This design comes from an exercise in tuning for small area on the open sky130 flow, not from production work.
In this exercise RTL edits were held to simulation tests only and were not proved equivalent to the original.
No activity file was given, so power comes from the tool's default toggle rates.

==> flow/design.v <==
module hx_gen_chain (
    input  wire               clk,
    input  wire               rst,           
    input  wire               cfg_load,      
    input  wire [1:0]         cfg_order,     
    input  wire [3:0]         cfg_rate,      
    input  wire               mod_valid,
    input  wire signed [3:0]  mod_in,
    output wire               fine_valid,
    output wire signed [73:0] fine_data,
    output wire               fine_h,
    output wire               fine_o,
    output wire               coarse_valid,
    output wire signed [10:0] coarse_data,
    output wire               coarse_o
);
    localparam W  = 74;
    localparam ND = 5;                     
    localparam DW = 15;                    
    reg [1:0] order_q;
    reg [3:0] rate_q;
    wire      cfg_ok = (cfg_order != 2'd3) && (cfg_rate <= 4'd10);
    wire      clear  = rst || (cfg_load && cfg_ok);
    always @(posedge clk) begin
        if (rst) begin
            order_q <= 2'd0;
            rate_q  <= 4'd7;
        end else if (cfg_load && cfg_ok) begin
            order_q <= cfg_order;
            rate_q  <= cfg_rate;
        end
    end
    wire [2:0]  n_ord  = {1'b0, order_q} + 3'd3;
    wire [13:0] r_mask;                                                  
    genvar mb;
    generate
        for (mb = 0; mb < 14; mb = mb + 1) begin : msk
            if (mb < 4) begin : lo
                assign r_mask[mb] = 1'b1;
            end else begin : hi
                assign r_mask[mb] = (rate_q >= mb - 3);
            end
        end
    endgenerate
    reg [13:0] phase;      
    reg [3:0]  run_len;    
    reg        run_neg;    
    reg [2:0]  age;        
    reg        pos_ok;     
    reg [2:0]  nblk;       
    reg        c_ovl;      
    wire is_pos = (mod_in == 4'sd7);
    wire is_neg = (mod_in == -4'sd8);
    wire is_ext = is_pos || is_neg;
    wire [3:0] run_next = !is_ext                                 ? 4'd0 :
                          (run_len != 4'd0 && run_neg == is_neg) ?
                              (run_len == 4'd8 ? 4'd8 : run_len + 4'd1) : 4'd1;
    wire ovl_now  = run_next[3];
    wire [13:0] pm      = phase & r_mask;        
    wire pm_hi0         = ~|pm[13:1];
    wire blk_first      = pm_hi0 & ~pm[0];
    wire pm_one         = pm_hi0 & pm[0];
    wire blk_last       = &(phase | ~r_mask);
    wire pos_ge_n       = (|pm[13:3]) || (pm[2:0] >= n_ord - 3'd1);
    wire [3:0] cpos     = phase[3:0];
    always @(posedge clk) begin
        if (clear) begin
            phase   <= 14'd0;
            run_len <= 4'd0;
            run_neg <= 1'b0;
            age     <= 3'd7;
            pos_ok  <= 1'b0;
            nblk    <= 3'd0;
            c_ovl   <= 1'b0;
        end else if (mod_valid) begin
            phase   <= phase + 14'd1;
            run_len <= run_next;
            run_neg <= is_neg;
            if (ovl_now) begin
                age    <= 3'd0;
                pos_ok <= pos_ge_n;
            end else if (blk_first && age != 3'd7) begin
                age    <= age + 3'd1;
            end
            if (blk_last && nblk != 3'd7)
                nblk <= nblk + 3'd1;
            c_ovl   <= ovl_now || (c_ovl && cpos != 4'd0);
        end
    end
    assign fine_h   = (nblk < n_ord);
    assign fine_o   = (age <= n_ord - 3'd2) || (age == n_ord - 3'd1 && pos_ok);
    assign coarse_o = c_ovl;
    reg [2:0] q;           
    reg [1:0] cq;          
    reg       zf;          
    reg [3:0] xr;          
    reg       pend;        
    reg       ip;          
    reg       pfirst;      
    reg       plast;       
    reg       yhold;       
    reg       uact;        
    reg [3:0] idone;       
    reg       rpend;       
    reg       dstep;       
    wire zero  = zf;
    wire q_n1  = (q == n_ord - 3'd1);                         
    wire q_n   = (q == ((n_ord == 3'd5) ? 3'd0 : n_ord));     
    wire st1   = pend && !yhold && !uact && (q == 3'd0);
    wire slot  = !idone[cq];                                   
    wire defer = ip && q_n1 && slot && !plast && !dstep;
    wire at_n  = q_n1 && ((ip && !defer) || dstep);           
    wire trig  = plast && at_n;
    wire dump  = pfirst && at_n;
    wire ustart = yhold && q_n && (cq == 2'd1 - n_ord[1:0]);  
    wire urest = uact;
    wire inj   = q_n1 && slot && !at_n;
    reg       xsg;         
    always @(posedge clk) begin
        if (mod_valid)
            xr <= mod_in;
        if (st1)
            xsg <= xr[3];
    end
    always @(posedge clk) begin
        if (clear)
            q  <= 3'd0;
        else
            q  <= (q == 3'd4) ? 3'd0 : q + 3'd1;
        if (rst)
            cq <= 2'd0;
        else
            cq <= cq + 2'd1;
    end
    always @(posedge clk) begin
        if (clear) begin
            zf     <= 1'b1;
            pend   <= 1'b0;
            ip     <= 1'b0;
            pfirst <= 1'b0;
            plast  <= 1'b0;
            yhold  <= 1'b0;
            uact   <= 1'b0;
            idone  <= 4'hf;
            rpend  <= 1'b0;
            dstep  <= 1'b0;
        end else begin
            if (q == 3'd4)
                zf <= 1'b0;
            pend   <= mod_valid || (pend && !st1);
            ip     <= st1 || (ip && q != 3'd4);
            if (st1) begin
                pfirst <= pm_one;
                plast  <= blk_first;
            end else if (trig) begin
                plast  <= 1'b0;
            end
            yhold  <= trig || (yhold && !ustart);
            uact   <= (ustart || uact) && (cq != 2'd3);           
            rpend  <= trig || (rpend && !q_n1);
            dstep  <= defer || (dstep && !q_n1);
            if (dump)
                idone <= 4'h0;
            else if (inj)
                idone[cq] <= 1'b1;
        end
    end
    localparam NC = 4;
    wire [2:0] op0 = zero ? 3'd6 : ustart ? 3'd4 : urest ? 3'd5 : st1 ? 3'd3 :
                     ((ip && !defer) || at_n) ? 3'd2 : inj ? 3'd1 : 3'd0;
    wire [NC-1:0] ctl0 = {op0, dump};
    reg  [NC-1:0] ctl_d [1:ND-1];
    integer k;
    always @(posedge clk) begin
        ctl_d[1] <= ctl0;
        for (k = 2; k <= ND - 1; k = k + 1)
            ctl_d[k] <= ctl_d[k-1];
    end
    assign fine_valid = rpend && q_n1;
    reg  [W-1:0] ir0, ir1, ir2, ir3, ir4;      
    reg  [W-1:0] cr0, cr1, cr2, cr3;           
    wire [W-1:0] isum;
    wire [W-1:0] iw, cw;                       
    wire [ND-1:0] ico;                         
    wire [W-1:0] xs = {{(W-DW){xsg}}, {(DW-4){xr[3]}}, xr};
    genvar j, b;
    generate
        for (j = 0; j < ND; j = j + 1) begin : dg
            localparam LO = j * DW;
            localparam HI = (j == ND - 1) ? W - 1 : j * DW + DW - 1;
            localparam WD = HI - LO + 1;
            wire [NC-1:0] ctl = (j == 0) ? ctl0 : ctl_d[j];
            wire [2:0] op = ctl[3:1];
            wire o_c = (op == 3'd1), o_r = (op == 3'd2), o_x = (op == 3'd3);
            wire o_f = (op == 3'd4), o_u = (op == 3'd5), o_z = (op == 3'd6);
            wire upd = o_f | o_u;
            wire i_z = o_z | ctl[0];
            wire [WD-1:0] ia = upd ? cr0[HI:LO] : (i_z ? {WD{1'b0}} : ir0[HI:LO]);
            wire [WD-1:0] ib = o_x ? xs[HI:LO] :
                               (o_r | o_f) ? ir4[HI:LO] :
                               o_c ? ~cr0[HI:LO] :
                               o_u ? cr3[HI:LO] : {WD{1'b0}};
            wire [WD:0]   ic;
            if (j == 0) begin : c0
                assign ic[0] = o_c;
            end else begin : cj
                reg icr;
                always @(posedge clk)
                    icr <= ico[j-1];
                assign ic[0] = icr;
            end
            for (b = 0; b < WD; b = b + 1) begin : bt
                assign isum[LO+b]  = ia[b] ^ ib[b] ^ ic[b];
                assign ic[b+1]     = (ia[b] & ib[b]) | (ia[b] & ic[b]) | (ib[b] & ic[b]);
            end
            assign ico[j] = ic[WD];
            assign iw[HI:LO] = upd ? ir0[HI:LO] : isum[HI:LO];
            assign cw[HI:LO] = upd ? isum[HI:LO] : (o_z ? {WD{1'b0}} : cr0[HI:LO]);
        end
    endgenerate
    always @(posedge clk) begin
        ir0 <= ir1;
        ir1 <= ir2;
        ir2 <= ir3;
        ir3 <= ir4;
        ir4 <= iw;
        cr0 <= cr1;
        cr1 <= cr2;
        cr2 <= cr3;
        cr3 <= cw;
    end
    assign fine_data = {ir4[73:60], ir3[59:45], ir2[44:30], ir1[29:15], ir0[14:0]};
    reg [3:0]  wc;
    reg        cvp;
    reg [10:0] cacc;
    wire [3:0] wgt = (cpos ^ {4{cpos[3]}}) + 4'd1;
    always @(posedge clk) begin
        if (clear) begin
            wc   <= 4'd0;
            cvp  <= 1'b0;
            cacc <= 11'd0;
        end else begin
            if (mod_valid) begin
                wc  <= wgt;
                cvp <= (cpos == 4'd15);
            end else begin
                if (wc != 4'd0)
                    wc <= wc - 4'd1;
                if (wc == 4'd0)
                    cvp <= 1'b0;
            end
            if (coarse_valid)
                cacc <= 11'd0;
            else if (wc != 4'd0)
                cacc <= cacc + {{7{xr[3]}}, xr};
        end
    end
    assign coarse_valid = cvp && (wc == 4'd0);
    assign coarse_data  = cacc;
endmodule
Settings: LEC_CHECK=0, CAP_MARGIN=20, CORE_MARGIN=2, CORE_UTILIZATION=78, CTS_BUF_LIST=sky130_fd_sc_hd__clkbuf_8, CTS_CLUSTER_DIAMETER=60, CTS_CLUSTER_SIZE=18, PLACE_DENSITY=0.86, SLEW_MARGIN=20; clock period 10.0 ns.
standard.sh (not shown) runs the stock make flow with config.mk's settings and CLKGATE_MAP_FILE= SYNTH_SCRIPT=/design/flow/synth_recipe.tcl, a recipe that flattens the netlist after the stock synthesis.
==> flow/flow/run.sh <==
#!/bin/bash
# The standard layout (standard.sh), with one change: the buffers that
# buffer_ports puts on every input and output port are the platform's smallest
# buffer cell instead of the one buffer_ports picks by default.
set -euo pipefail
export BUFFER_PORTS_ARGS="-buffer_cell sky130_fd_sc_hd__buf_1"
bash standard.sh > standard_flow.log 2>&1
Then changed:
--- a/flow/design.v
+++ b/flow/design.v
@@ -105,9 +105,9 @@
     reg       dstep;       
     wire zero  = zf;
     wire q_n1  = (q == n_ord - 3'd1);                         
     wire q_n   = (q == ((n_ord == 3'd5) ? 3'd0 : n_ord));     
-    wire st1   = pend && !yhold && !uact && (q == 3'd0);
+    wire st1   = pend && !yhold && (q == 3'd0);
     wire slot  = !idone[cq];                                   
     wire defer = ip && q_n1 && slot && !plast && !dstep;
     wire at_n  = q_n1 && ((ip && !defer) || dstep);           
     wire trig  = plast && at_n;
@@ -164,12 +164,12 @@
             else if (inj)
                 idone[cq] <= 1'b1;
         end
     end
-    localparam NC = 4;
-    wire [2:0] op0 = zero ? 3'd6 : ustart ? 3'd4 : urest ? 3'd5 : st1 ? 3'd3 :
-                     ((ip && !defer) || at_n) ? 3'd2 : inj ? 3'd1 : 3'd0;
-    wire [NC-1:0] ctl0 = {op0, dump};
+    localparam NC = 5;
+    wire [1:0] iop = st1 ? 2'd3 : ((ip && !defer) || at_n) ? 2'd2 : inj ? 2'd1 : 2'd0;
+    wire [1:0] cop = zero ? 2'd3 : ustart ? 2'd2 : urest ? 2'd1 : 2'd0;
+    wire [NC-1:0] ctl0 = {iop, dump, cop};
     reg  [NC-1:0] ctl_d [1:ND-1];
     integer k;
     always @(posedge clk) begin
         ctl_d[1] <= ctl0;
@@ -178,57 +178,61 @@
     end
     assign fine_valid = rpend && q_n1;
     reg  [W-1:0] ir0, ir1, ir2, ir3, ir4;      
     reg  [W-1:0] cr0, cr1, cr2, cr3;           
-    wire [W-1:0] isum;
-    wire [W-1:0] iw, cw;                       
-    wire [ND-1:0] ico;                         
+    wire [W-1:0] isum, csum;
+    wire [ND-1:0] ico, cco;                    
     wire [W-1:0] xs = {{(W-DW){xsg}}, {(DW-4){xr[3]}}, xr};
     genvar j, b;
     generate
         for (j = 0; j < ND; j = j + 1) begin : dg
             localparam LO = j * DW;
             localparam HI = (j == ND - 1) ? W - 1 : j * DW + DW - 1;
             localparam WD = HI - LO + 1;
             wire [NC-1:0] ctl = (j == 0) ? ctl0 : ctl_d[j];
-            wire [2:0] op = ctl[3:1];
-            wire o_c = (op == 3'd1), o_r = (op == 3'd2), o_x = (op == 3'd3);
-            wire o_f = (op == 3'd4), o_u = (op == 3'd5), o_z = (op == 3'd6);
-            wire upd = o_f | o_u;
-            wire i_z = o_z | ctl[0];
-            wire [WD-1:0] ia = upd ? cr0[HI:LO] : (i_z ? {WD{1'b0}} : ir0[HI:LO]);
-            wire [WD-1:0] ib = o_x ? xs[HI:LO] :
-                               (o_r | o_f) ? ir4[HI:LO] :
-                               o_c ? ~cr0[HI:LO] :
-                               o_u ? cr3[HI:LO] : {WD{1'b0}};
+            wire i_x = (ctl[4:3] == 2'd3), i_r = (ctl[4:3] == 2'd2), i_c = (ctl[4:3] == 2'd1);
+            wire c_f = (ctl[1:0] == 2'd2), c_r = (ctl[1:0] == 2'd1), c_z = (ctl[1:0] == 2'd3);
+            wire i_z = c_z | ctl[2];
+            wire [WD-1:0] ia = i_z ? {WD{1'b0}} : ir0[HI:LO];
+            wire [WD-1:0] ib = i_x ? xs[HI:LO] :
+                               i_r ? ir4[HI:LO] :
+                               i_c ? ~cr0[HI:LO] : {WD{1'b0}};
             wire [WD:0]   ic;
+            wire [WD-1:0] ca = c_z ? {WD{1'b0}} : cr0[HI:LO];
+            wire [WD-1:0] cb = c_f ? ir4[HI:LO] : (c_r ? cr3[HI:LO] : {WD{1'b0}});
+            wire [WD:0]   cc;
             if (j == 0) begin : c0
-                assign ic[0] = o_c;
+                assign ic[0] = i_c;
+                assign cc[0] = 1'b0;
             end else begin : cj
-                reg icr;
-                always @(posedge clk)
+                reg icr, ccr;
+                always @(posedge clk) begin
                     icr <= ico[j-1];
+                    ccr <= cco[j-1];
+                end
                 assign ic[0] = icr;
+                assign cc[0] = ccr;
             end
             for (b = 0; b < WD; b = b + 1) begin : bt
                 assign isum[LO+b]  = ia[b] ^ ib[b] ^ ic[b];
                 assign ic[b+1]     = (ia[b] & ib[b]) | (ia[b] & ic[b]) | (ib[b] & ic[b]);
+                assign csum[LO+b]  = ca[b] ^ cb[b] ^ cc[b];
+                assign cc[b+1]     = (ca[b] & cb[b]) | (ca[b] & cc[b]) | (cb[b] & cc[b]);
             end
             assign ico[j] = ic[WD];
-            assign iw[HI:LO] = upd ? ir0[HI:LO] : isum[HI:LO];
-            assign cw[HI:LO] = upd ? isum[HI:LO] : (o_z ? {WD{1'b0}} : cr0[HI:LO]);
+            assign cco[j] = cc[WD];
         end
     endgenerate
     always @(posedge clk) begin
         ir0 <= ir1;
         ir1 <= ir2;
         ir2 <= ir3;
         ir3 <= ir4;
-        ir4 <= iw;
+        ir4 <= isum;
         cr0 <= cr1;
         cr1 <= cr2;
         cr2 <= cr3;
-        cr3 <= cw;
+        cr3 <= csum;
     end
     assign fine_data = {ir4[73:60], ir3[59:45], ir2[44:30], ir1[29:15], ir0[14:0]};
     reg [3:0]  wc;
     reg        cvp;
The changed run completed without violations.
Synthesized cell count goes down by about 13%.
Final area goes up by 0.31%.
Die area barely changes.
Via count goes down by about 13%.
Sequential power goes up by about 9%.

[afterwards: timing with drivers on the ports]
No port has a modelled driver above. Below, the same layouts with a new extraction and two added sets of constraints.
Step 1 assumes that a clkbuf_16 drives the clock port and a buf_2 every other input.
Step 2 times the ports against the registers' clock, not the clock port: input delays grow and output delays shrink by t, the midpoint of the rising clock arrivals with the driver on.
Slacks: ideal / step 1 / step 2; pairs: ideal / step 1.
| run | t (ns) | setup slack, ns | worst setup path at the end |
|---|---|---|---|
| the first run | 0.654 | 0.660 / 0.660 / 0.660 | register to register |
| the second run | 0.649 | 1.311 / 1.311 / 1.311 | register to register |
After both steps every run listed still meets setup and hold.
